Context: an optimization exercise on an open-source flow, tuned for small area, a short achievable clock period and few clock cycles per item. The choices shown serve that exercise and are no tape-out recipe.
Function was checked by simulation only, so behaviour that the tests miss may differ from the original.

==> inputs of run a <==
## tmu_stats
module tmu_stats (
    input  wire         clk,
    input  wire         rst,
    input  wire         in_valid,
    output reg          in_ready,
    input  wire [47:0]  in_count,
    input  wire [95:0]  in_sum,
    input  wire [127:0] in_sumsq,
    output reg          out_valid,
    output wire [63:0]  out_mean,
    output wire [63:0]  out_stddev
);
clock: 10.0 ns
lec_check: 0
abc_clock_period_in_ps: 3000
cap_margin: 30
core_margin: 2
core_utilization: 40
slew_margin: 30
standard.sh (not shown) runs the stock make flow with config.mk's settings and CLKGATE_MAP_FILE= SYNTH_SCRIPT=/design/flow/synth_recipe.tcl, a recipe that flattens the netlist after the stock synthesis.
==> flow/flow/run.sh <==
#!/bin/bash
# Standard synthesis, then the standard layout with a larger setup margin
# for repair_timing (the SDC is unchanged).
set -euo pipefail
bash standard.sh synth > synth.log 2>&1
bash standard.sh SETUP_SLACK_MARGIN=6.5 finish > layout.log 2>&1
==> run b: changes against run a <==
==> flow/run.sh (new file) <==
#!/bin/bash
# synth_recipe.tcl (not shown) runs the flow's synth.tcl, then flattens the netlist and writes it again
# the make line also repeats each setting of config.mk as NAME=value (left out here)
make -C /OpenROAD-flow-scripts/flow DESIGN_CONFIG=/design/flow/config.mk WORK_HOME=/design/flow/orfs CLKGATE_MAP_FILE= SYNTH_SCRIPT=/design/flow/synth_recipe.tcl finish
SETUP_SLACK_MARGIN = 5   (was default)
removed: flow/flow/run.sh
removed: flow/standard.sh
==> run notes <==
| quantity | run a | run b |
|---|---|---|
| Met1 Use GR | 32.6% | 30.7% |
| Min Hold Slack | 0.382 ns | 0.378 ns |
| Wire length per cell after detailed routing | 22.2 um | 20.7 um |
| Start point of the worst min-delay path | a_x[71] | b_n[2] |
| Multi-input combinational area share | 53.2% | 53.9% |
| Layout area overhead | 26.3% | 12.7% |
| Total routed wire length on the met1 layer | 121000 um | 114000 um |
| Relative max-transition margin | 23.4% | 31.3% |
| Total placed cells including tap cells | 12300 | 12200 |
| Min setup slack post-route | 5.82 ns | 5.20 ns |
| Outcome | no timing/DRC/antenna violations | no timing/DRC/antenna violations |
| Critical path capture point | b_rem[60] | m_ux[75] |
| Depth of the worst hold-timing path | 1 | 0 |
Testbench counts of run a, summed over its fixed seeds: cycles 48,496, items 2,400.
Testbench counts of run b, summed over its fixed seeds: cycles 48,496, items 2,400.


==> v17: inputs <==
tmu_stats, a different RTL version from the one above (not shown whole).
==> flow/design.v (excerpt) <==
module tmu_stats (
    input  wire         clk,
    input  wire         rst,
    input  wire         in_valid,
    output reg          in_ready,
    input  wire [47:0]  in_count,
    input  wire [95:0]  in_sum,
    input  wire [127:0] in_sumsq,
    output reg          out_valid,
    output wire [63:0]  out_mean,
    output wire [63:0]  out_stddev
);
    localparam C = 36;               
    reg  [5:0] ph;                   
    wire       last = in_ready;      
    reg         m_v, m_sgn;
    reg         m_on;                
    reg  [33:0] m_n;                 
    reg  [94:0] m_q;
    reg  [63:0] m_u;
    reg  [69:0] m_ux;                
    reg         m_ub;                
    reg  [96:0] m_acc;               
    wire        in_sgn = in_sum[95];
    wire [63:0] in_u   = in_sum[63:0] ^ {64{in_sgn}};
    wire [2:0]  m_bn  = {m_n[1:0], m_n[33]} & {3{m_on}};
    wire [2:0]  m_bu  = {m_ux[1:0], m_ub};
    wire        m_n1  = m_bn[1] ^ m_bn[0];
    wire        m_n2  = (m_bn == 3'b100) | (m_bn == 3'b011);
    wire        m_nn  = m_bn[2];
    wire        m_u1  = m_bu[1] ^ m_bu[0];
    wire        m_u2  = (m_bu == 3'b100) | (m_bu == 3'b011);
    wire        m_un  = ~m_bu[2];
    wire [98:0] m_rn  = ({99{m_n1}} & {4'd0, m_q}) | ({99{m_n2}} & {3'd0, m_q, 1'b0});
    wire [98:0] m_ru  = ({99{m_u1}} & {35'd0, m_u}) | ({99{m_u2}} & {34'd0, m_u, 1'b0});
    wire [98:0] m_a   = {{2{m_acc[96]}}, m_acc};
    wire [98:0] m_b   = m_rn ^ {99{m_nn}};
    wire [98:0] m_c   = m_ru ^ {99{m_un}};
    wire [98:0] m_cs  = m_a ^ m_b ^ m_c;
    wire [98:0] m_cc  = {(m_a[97:0] & m_b[97:0]) | (m_a[97:0] & m_c[97:0]) | (m_b[97:0] & m_c[97:0]), m_nn};
    wire [98:0] m_sum;
  ...
clock: 10.0 ns
lec_check: 0
abc_clock_period_in_ps: 3000
cap_margin: 20
core_margin: 2
core_utilization: 40
setup_slack_margin: 5
slew_margin: 20
run.sh (not shown) runs the stock make flow with config.mk's settings and CLKGATE_MAP_FILE= SYNTH_SCRIPT=/design/flow/synth_recipe.tcl, a recipe that flattens the netlist after the stock synthesis.
Stock flow here: none of the scripts above is used.
==> v5: changes against v17 <==
--- a/flow/design.v
+++ b/flow/design.v
@@ -10,38 +10,36 @@
     output wire [63:0]  out_mean,
     output wire [63:0]  out_stddev
 );
     localparam C = 36;               
     reg  [5:0] ph;                   
-    wire       last = in_ready;      
+    wire       last = (ph == C - 1);  
     reg         m_v, m_sgn;
     reg         m_on;                
     reg  [33:0] m_n;                 
     reg  [94:0] m_q;
     reg  [63:0] m_u;
     reg  [69:0] m_ux;                
-    reg         m_ub;                
-    reg  [96:0] m_acc;               
+    reg  [98:0] m_cs, m_cc;          
+    reg         m_cy;
     wire        in_sgn = in_sum[95];
     wire [63:0] in_u   = in_sum[63:0] ^ {64{in_sgn}};
-    wire [2:0]  m_bn  = {m_n[1:0], m_n[33]} & {3{m_on}};
-    wire [2:0]  m_bu  = {m_ux[1:0], m_ub};
-    wire        m_n1  = m_bn[1] ^ m_bn[0];
-    wire        m_n2  = (m_bn == 3'b100) | (m_bn == 3'b011);
-    wire        m_nn  = m_bn[2];
-    wire        m_u1  = m_bu[1] ^ m_bu[0];
-    wire        m_u2  = (m_bu == 3'b100) | (m_bu == 3'b011);
-    wire        m_un  = ~m_bu[2];
-    wire [98:0] m_rn  = ({99{m_n1}} & {4'd0, m_q}) | ({99{m_n2}} & {3'd0, m_q, 1'b0});
-    wire [98:0] m_ru  = ({99{m_u1}} & {35'd0, m_u}) | ({99{m_u2}} & {34'd0, m_u, 1'b0});
-    wire [98:0] m_a   = {{2{m_acc[96]}}, m_acc};
-    wire [98:0] m_b   = m_rn ^ {99{m_nn}};
-    wire [98:0] m_c   = m_ru ^ {99{m_un}};
-    wire [98:0] m_cs  = m_a ^ m_b ^ m_c;
-    wire [98:0] m_cc  = {(m_a[97:0] & m_b[97:0]) | (m_a[97:0] & m_c[97:0]) | (m_b[97:0] & m_c[97:0]), m_nn};
-    wire [98:0] m_sum;
-    padd #(.W(99)) m_add (.a(m_cs), .b(m_cc), .cin(m_un), .s(m_sum), .cout());
+    reg         m_n1, m_n2, m_nn, m_u1, m_u2, m_un;
+    wire [2:0]  m_bn = last ? {in_count[1:0], 1'b0} : ({m_n[3:1]} & {3{ph < 6'd16}});
+    wire [2:0]  m_bu = last ? {in_u[1:0], 1'b0} : m_ux[3:1];
+    wire [96:0]  m_mn = ({97{m_n1}} & {2'd0, m_q}) | ({97{m_n2}} & {1'd0, m_q, 1'b0});
+    wire [64:0]  m_mu = ({65{m_u1}} & {1'd0, m_u}) | ({65{m_u2}} & {m_u, 1'b0});
+    wire [100:0] m_ra = {2'b0, m_cs};
+    wire [100:0] m_rb = {2'b0, m_cc};
+    wire [100:0] m_rc = {1'b0, ~m_nn, m_nn, m_nn, m_mn ^ {97{m_nn}}};
+    wire [100:0] m_s1 = m_ra ^ m_rb ^ m_rc;
+    wire [100:0] m_c1 = {(m_ra[99:0] & m_rb[99:0]) | (m_ra[99:0] & m_rc[99:0]) | (m_rb[99:0] & m_rc[99:0]), m_nn};
+    wire [100:0] m_rd = {2'b0, ~m_un, {33{m_un}}, m_mu ^ {65{m_un}}};
+    wire [100:0] m_s2 = m_s1 ^ m_c1 ^ m_rd;
+    wire [100:0] m_c2 = {(m_s1[99:0] & m_c1[99:0]) | (m_s1[99:0] & m_rd[99:0]) | (m_c1[99:0] & m_rd[99:0]), m_un};
+    wire [2:0]   m_lo = {1'b0, m_s2[1:0]} + {1'b0, m_c2[1:0]} + {2'b0, m_cy};
+    wire [56:0]  m_dh = m_cs[56:0] + m_cc[56:0] + {56'd0, m_cy};    
     reg          s_v, s_sgn;
     reg  [32:0]  s_n;
     reg  [63:0]  s_u;
     reg  [129:0] s_x;                
     reg  [69:0]  s_r;                
@@ -61,12 +59,12 @@
     wire         s_k;
     padd #(.W(75)) s_a3 (.a(s_ps), .b(s_pc), .cin(1'b1), .s(s_d2b[74:0]), .cout(s_k));
     wire         s_g1  = s_c1;
     wire         s_c2b = s_k & ((s_w[74] & s_y[74]) | (s_w[74] & s_z[74]) | (s_y[74] & s_z[74]));
     wire         s_g2  = s_g1 ? s_c2b : s_c2a;
-    wire [70:0]  s_nrem = s_g1 ? (s_g2 ? s_d2b[70:0] : {s_d1[68:0], s_x[127:126]})
-                               : (s_g2 ? s_d2a[70:0] : s_w[70:0]);
+    wire [70:0]  s_nrem = s_g1 ? (s_c2b ? s_d2b[70:0] : {s_d1[68:0], s_x[127:126]})
+                               : (s_c2a ? s_d2a[70:0] : s_w[70:0]);
     wire [63:0]  s_abs = s_u + {63'd0, s_sgn};
     reg          q_v, q_sgn, q_sex;
     reg  [32:0]  q_n;
     reg  [37:0]  q_qm, q_qs;         
     reg  [32:0]  q_rm, q_rs;         
@@ -87,18 +85,25 @@
     always @(posedge clk) begin
         if (rst) begin
             ph        <= 6'd0;
             in_ready  <= 1'b0;
             m_on      <= 1'b1;
+            {m_n1, m_n2, m_nn, m_u1, m_u2, m_un} <= 6'b000001;
             m_v       <= 1'b0;
             s_v       <= 1'b0;
             q_v       <= 1'b0;
             out_valid <= 1'b0;
         end else begin
             ph        <= last ? 6'd0 : ph + 6'd1;
             in_ready  <= (ph == C - 2);
             m_on      <= last | (ph < 6'd16);
+            m_n1      <= m_bn[1] ^ m_bn[0];
+            m_n2      <= (m_bn == 3'b100) | (m_bn == 3'b011);
+            m_nn      <= m_bn[2];
+            m_u1      <= m_bu[1] ^ m_bu[0];
+            m_u2      <= (m_bu == 3'b100) | (m_bu == 3'b011);
+            m_un      <= ~m_bu[2];
             out_valid <= q_v && (ph == 6'd19);
             m_v       <= last ? in_valid : m_v;
             s_v       <= last ? m_v : s_v;
             q_v       <= last ? s_v : q_v;
         end
@@ -110,16 +115,17 @@
             m_n   <= {1'b0, in_count[32:0]};
             m_q   <= in_sumsq[94:0];
             m_u   <= in_u;
             m_sgn <= in_sgn;
             m_ux  <= {6'd0, in_u};
-            m_ub  <= 1'b0;
-            m_acc <= in_sgn ? {{32{1'b1}}, in_sum[63:0], 1'b1} : 97'd0;
+            m_cs  <= in_sgn ? {1'b0, {33{1'b1}}, in_sum[63:0], 1'b1} : {1'b1, 98'd0};
+            m_cc  <= 99'd0;
+            m_cy  <= 1'b0;
             s_n   <= m_n[32:0];
             s_u   <= m_u;
             s_sgn <= m_sgn;
-            s_x   <= {3'b0, m_acc[56:0], m_ux};
+            s_x   <= {3'b0, m_dh, m_ux};
             s_r   <= 70'd0;
             s_rem <= 71'd0;
             q_n   <= s_n;
             q_sgn <= s_sgn;
             q_sex <= (s_rem == 71'd0);
@@ -128,13 +134,14 @@
             q_rs  <= {1'b0, s_r[69:38]};
             q_qs  <= s_r[37:0];
         end else begin
             if (m_on)
                 m_n <= {m_n[1:0], m_n[33:2]};
-            m_acc <= m_sum[98:2];
-            m_ux  <= {m_sum[1:0], m_ux[69:2]};
-            m_ub  <= m_ux[1];
+            m_cs  <= m_s2[100:2];
+            m_cc  <= m_c2[100:2];
+            m_cy  <= m_lo[2];
+            m_ux  <= {m_lo[1:0], m_ux[69:2]};
             s_x   <= {s_x[125:0], 4'd0};
             s_r   <= {s_r[67:0], s_g1, s_g2};
             s_rem <= s_nrem;
             {q_rm, q_qm} <= q_stm;
             {q_rs, q_qs} <= q_sts;
@@ -158,12 +165,12 @@
     wire [34:0] ps = w ^ y ^ z;
     wire [34:0] pc = {(w[33:0] & y[33:0]) | (w[33:0] & z[33:0]) | (y[33:0] & z[33:0]), 1'b1};
     padd #(.W(35)) a3 (.a(ps), .b(pc), .cin(1'b1), .s(d2b), .cout(k));
     wire c2b = k & ((w[34] & y[34]) | (w[34] & z[34]) | (y[34] & z[34]));
     wire g2  = g1 ? c2b : c2a;
-    assign out = {g1 ? (g2 ? d2b[32:0] : {d1[31:0], dq[36]})
-                     : (g2 ? d2a[32:0] : w[32:0]),
+    assign out = {g1 ? (c2b ? d2b[32:0] : {d1[31:0], dq[36]})
+                     : (c2a ? d2a[32:0] : w[32:0]),
                   dq[35:0], g1, g2};
 endmodule
 module padd #(parameter W = 8) (
     input  wire [W-1:0] a,
     input  wire [W-1:0] b,
==> comparison table <==
metric	v5	v17
Outcome	complete, no violations	failed layout checks
Layout check failures	-	capacitance limit, slew limit
Max capacitance violation total	0	1
Average cell area after synthesis	9.38 sq um	9.93 sq um
Slew at the pin closest to its max-slew limit	1.26 ns	1.63 ns
Width of the die	424 microns	409 microns
Proportion of cell area occupied by multi-input gates	0.528	0.533
Fraction of the yosys area taken by sequential cells	0.359	0.352
WL final	200000 microns	190000 microns
Average detailed-routed wire length per instance	19.7 microns	20.7 microns
First-pass GRT wire length	313000 microns	292000 microns
Maximum clock skew at final layout	0.0390 ns	0.0617 ns
M3 GR Usage	0.0287	0.0288
HP Start	s_n[7]	m_sgn
Depth of the most critical reg-to-reg path	15	25
Area taken by multi-input logic gates	0.0425 sq mm	0.0414 sq mm
Largest net degree at the start of global routing	249	221
Testbench counts of v17, summed over its fixed seeds: cycles 86,864, items 2,400.
Testbench counts of v5, summed over its fixed seeds: cycles 86,864, items 2,400.

[what the ideal ports hide]
The results above use ideal ports. As a check the final layouts listed here were re-extracted and re-timed, cells and wires unchanged.
Step 1, drivers: a clkbuf_16 drives clk and a buf_2 each remaining input, both assumed.
Step 2 times the ports against the registers' clock, not the clock port: input delays grow and output delays shrink by t, the midpoint of the rising clock arrivals with the driver on.
a / b / c = ideal / step 1 / step 2; a / b = the first two.
run | t (ns) | slack for setup (ns) | latest minus earliest clock arrival (ns) | slew at the worst register clock pin (ns) | cell pins on the clock port's net
run a | 0.921 | 5.823 / 5.823 / 5.823 | 0.070 / 0.070 | 0.07 / 0.07 | 1
run b | 0.883 | 5.203 / 5.203 / 5.203 | 0.075 / 0.075 | 0.07 / 0.07 | 1
v17 | 0.802 | 4.592 / 4.592 / 4.592 | 0.066 / 0.067 | 0.07 / 0.07 | 1
v5 | 0.853 | 5.046 / 5.046 / 5.046 | 0.042 / 0.042 | 0.07 / 0.07 | 1
